This design comes from an exercise in tuning for small area, a short achievable clock period and few clock cycles on the open sky130 flow, not from production work.
At most, simulation tests tie the RTL to the original design; equivalence was not proved.

// hallmark_lane
module hallmark_lane (
    input  wire         clk,
    input  wire         rst,
    input  wire         start,
    input  wire [7:0]   stream,
    input  wire [1:0]   tflag,
    input  wire         restart,
    input  wire [63:0]  seq,
    input  wire [47:0]  sec,
    input  wire [31:0]  nsec,
    input  wire [3:0]   nrange,
    input  wire [63:0]  devser,
    input  wire [255:0] prev,
    output wire         idle,
    input  wire         in_valid,
    input  wire [63:0]  in_data,
    output wire         in_ready,
    output reg          done,
    output wire [255:0] hallmark
);
export LEC_CHECK = 0
export ABC_AREA = 1
export CAP_MARGIN = 20
export CORE_MARGIN = 2
export CORE_UTILIZATION = 30
export PLACE_DENSITY = 0.5
export SLEW_MARGIN = 20
create_clock -name core_clock -period 10.0 [get_ports {clk}]
standard.sh (not shown) runs the stock make flow with config.mk's settings and CLKGATE_MAP_FILE= SYNTH_SCRIPT=/design/flow/synth_recipe.tcl, a recipe that flattens the netlist after the stock synthesis.
==> flow/flow/run.sh <==
#!/bin/bash
# Standard layout, with the smallest plain buffer on every port and a clock tree
# built from mid-size buffers without dummy loads.
set -euo pipefail
export BUFFER_PORTS_ARGS="-buffer_cell sky130_fd_sc_hd__buf_1"
export CTS_ARGS="-sink_clustering_enable -repair_clock_nets -dont_use_dummy_load -buf_list {sky130_fd_sc_hd__clkbuf_4 sky130_fd_sc_hd__clkbuf_8}"
export SETUP_SLACK_MARGIN=6
bash standard.sh > standard.log 2>&1
Then changed:
--- a/flow/design.v
+++ b/flow/design.v
@@ -33,32 +33,12 @@
     function [31:0] ssig1(input [31:0] x);
         ssig1 = rotr(x, 17) ^ rotr(x, 19) ^ (x >> 10);
     endfunction
     function [63:0] csa(input [31:0] x, input [31:0] y, input [31:0] z);
         csa = {((x & y) | (x & z) | (y & z)) << 1, x ^ y ^ z};
     endfunction
-    function [31:0] padd(input [31:0] x, input [31:0] y);
-        reg [31:0] gg, pp, g2, p2;
-        integer i, l;
-        begin
-            gg = x & y;
-            pp = x ^ y;
-            for (l = 0; l < 5; l = l + 1) begin
-                g2 = gg;
-                p2 = pp;
-                for (i = 0; i < 32; i = i + 1)
-                    if ((i >> l) & 1) begin
-                        g2[i] = gg[i] | (pp[i] & gg[((i >> l) << l) - 1]);
-                        p2[i] = pp[i] & pp[((i >> l) << l) - 1];
-                    end
-                gg = g2;
-                pp = p2;
-            end
-            padd = (x ^ y) ^ {gg[30:0], 1'b0};
-        end
-    endfunction
     function [63:0] bswap64(input [63:0] x);
         integer i;
         for (i = 0; i < 8; i = i + 1)
             bswap64[8*i +: 8] = x[56 - 8*i +: 8];
     endfunction
     localparam [2047:0] KTAB = {
@@ -135,26 +115,24 @@
             insval = k[0] ? lenw[31:0] : lenw[63:32];
         else
             insval = 32'h00000000;
     end
     wire [63:0] wc1 = csa(ssig1(w[14]), w[9], ssig0(w[1]));
     wire [63:0] wc2 = csa(wc1[31:0], wc1[63:32], w[0]);
-    wire [31:0] wn  = (r_sch ? wc2[31:0] : gsum) + (r_sch ? wc2[63:32] : {4'd0, in_data[63:36]});
+    wire [31:0] wn  = wc2[31:0] + wc2[63:32];
     wire [31:0] tail = ins ? insval : (r_sch ? wn : w[0]);
     wire        k_full  = (k == 5'd16);
     wire        wready  = (ins && k == 5'd15) || (k_full && !ins && rot == 4'd15);
     wire        finish  = st_load && postrun && run_last;
     wire        go      = st_load && !finish && (rphase == 2'd0) && wready;
     wire        len_lo  = ins_pad && (pad == 2'd1) && (k == 5'd15);
     wire        fill_last_n = len_lo ? 1'b1 : fill_last;
     wire        idle_n  = rst || (st_idle && !start) || finish;
     wire        run_n   = !rst && ((st_run && !r_end) || go);
     wire        load_n  = !rst && ((st_idle && start) || (st_load && !finish && !go) || (st_run && r_end));
-    wire [5:0]  rnd_n;
-    wire        r_sch_n = run_n && (rnd_n != 6'd0) && (rnd_n <= 6'd48);
-    assign      rnd_n   = st_run ? (r_end ? 6'd0 : rnd + 6'd1) : (go ? 6'd1 : 6'd0);
+    wire [5:0]  rnd_n   = st_run ? (r_end ? 6'd0 : rnd + 6'd1) : (go ? 6'd1 : 6'd0);
     wire [31:0] kt0 [0:63];
     wire [31:0] kt1 [0:31];
     wire [31:0] kt2 [0:15];
     wire [31:0] kt3 [0:7];
     wire [31:0] kt4 [0:3];
     wire [31:0] kt5 [0:1];
@@ -185,19 +163,19 @@
     wire [31:0] ch  = (e & f) ^ (~e & g);
     wire [31:0] maj = (a & b) ^ (a & c) ^ (b & c);
     wire [63:0] rc1 = csa(hkw, bsig1(e), ch);
     wire [63:0] rc2 = csa(rc1[31:0], rc1[63:32], bsig0(a));
     wire [63:0] rc3 = csa(rc2[31:0], rc2[63:32], maj);
     wire [63:0] rc4 = csa(rc1[31:0], rc1[63:32], d);
-    wire [31:0] a_n = padd(rc3[31:0], rc3[63:32]);
-    wire [31:0] e_n = padd(rc4[31:0], rc4[63:32]);
+    wire [31:0] a_n = rc3[31:0] + rc3[63:32];
+    wire [31:0] e_n = rc4[31:0] + rc4[63:32];
     wire [63:0] hc  = csa(st_run ? g : xe[1], kreg, w[1]);
     wire [3:0]  rleft_n = (xfer && rleft != 4'd0) ? rleft - 4'd1 : rleft;
     wire        xrange  = xfer && (rleft != 4'd0);
     wire        xdata   = xfer && (rleft == 4'd0);
-    wire [31:0] gsum_n  = wn;
+    wire [31:0] gsum_n  = gsum + {4'd0, in_data[63:36]};
     wire        glast   = xdata && (wsub == 3'd7);
     wire        dmore_n = xrange ? 1'b1 : (glast && gleft == 32'd1) ? 1'b0 : dmore;
     wire        ib_full_n = xfer ? 1'b1 : (ins_ib && k[0]) ? 1'b0 : ib_full;
     wire        lo_next   = !xfer && ins_ib && !k[0];
     wire        xneed_n   = (rleft_n != 4'd0) || dmore_n;
     wire [63:0] seq_be = bswap64(seq);
@@ -261,13 +239,13 @@
         st_load <= load_n;
         st_run  <= run_n;
         rnd     <= rnd_n;
         postrun <= st_run && r_end;
         r_end   <= run_n && (rnd_n == 6'd0);
         r_ins   <= run_n && (rnd_n >= 6'd50 || rnd_n == 6'd0);
-        r_sch   <= r_sch_n;
+        r_sch   <= run_n && (rnd_n != 6'd0) && (rnd_n <= 6'd48);
         addsel  <= (run_n && (rnd_n >= 6'd62 || rnd_n == 6'd0)) || (st_run && r_end);
         if (st_idle) begin
             w[1]  <= 32'h4B484C4D;
             w[2]  <= {16'h0100, stream, 5'b00000, restart, tflag};
             w[3]  <= seq_be[63:32];
             w[4]  <= seq_be[31:0];
@@ -302,10 +280,10 @@
         end
         if (rst) begin
             done       <= 1'b0;
             in_ready_r <= 1'b0;
         end else begin
             done       <= finish;
-            in_ready_r <= xneed_n && (!ib_full_n || lo_next) && !st_idle && !finish && !r_sch_n;
+            in_ready_r <= xneed_n && (!ib_full_n || lo_next) && !st_idle && !finish;
         end
     end
 endmodule
The changed run completed with no timing, DRC or antenna violations.
First-iteration DRC count decreases by about 18%.
Sequential share of layout area barely changes.
Worst setup slack degrades by 0.016 ns.
Final area hardly moves.
Non-clock buffer count went down by 65.
Register-to-register slack is worse by 0.02 ns.
Via count rises by about 0.9%.
Area after synthesis came out higher by about 1.7%.
Testbench counts after the change, summed over its fixed seeds: cycles 447,163.
The RTL of the first run of this note was laid out without a check of its function.

==> what the ideal ports hide <==
Ports are ideal in the flow. The routed layouts listed here were re-timed in OpenROAD. Step 1 (the two cells are an assumption about what drives the block):
set clk [get_ports {clk}]
set_driving_cell -lib_cell sky130_fd_sc_hd__clkbuf_16 $clk
set_driving_cell -lib_cell sky130_fd_sc_hd__buf_2 [delete_from_list [all_inputs] $clk]
Step 2 moves the port delays by t, midway between the first and last clock arrival at a register: inputs arrive t later, outputs are due t later. That takes back most of the time a late clock gives input paths. a / b / c = ideal ports / drivers / drivers and shift; a / b = the first two.
| run | t (ns) | setup WS [ns] | hold slack, ns |
|---|---|---|---|
| the first run | 1.046 | 5.771 / 5.771 / 5.166 | 0.345 / 0.345 / 0.345 |
| the second run | 1.013 | 5.755 / 5.755 / 5.239 | 0.322 / 0.322 / 0.322 |
After both steps setup and hold are still met in every run listed. The setup slack of the first run, which loses most, moves by 0.000 ns with the drivers and by -0.605 ns with both steps.
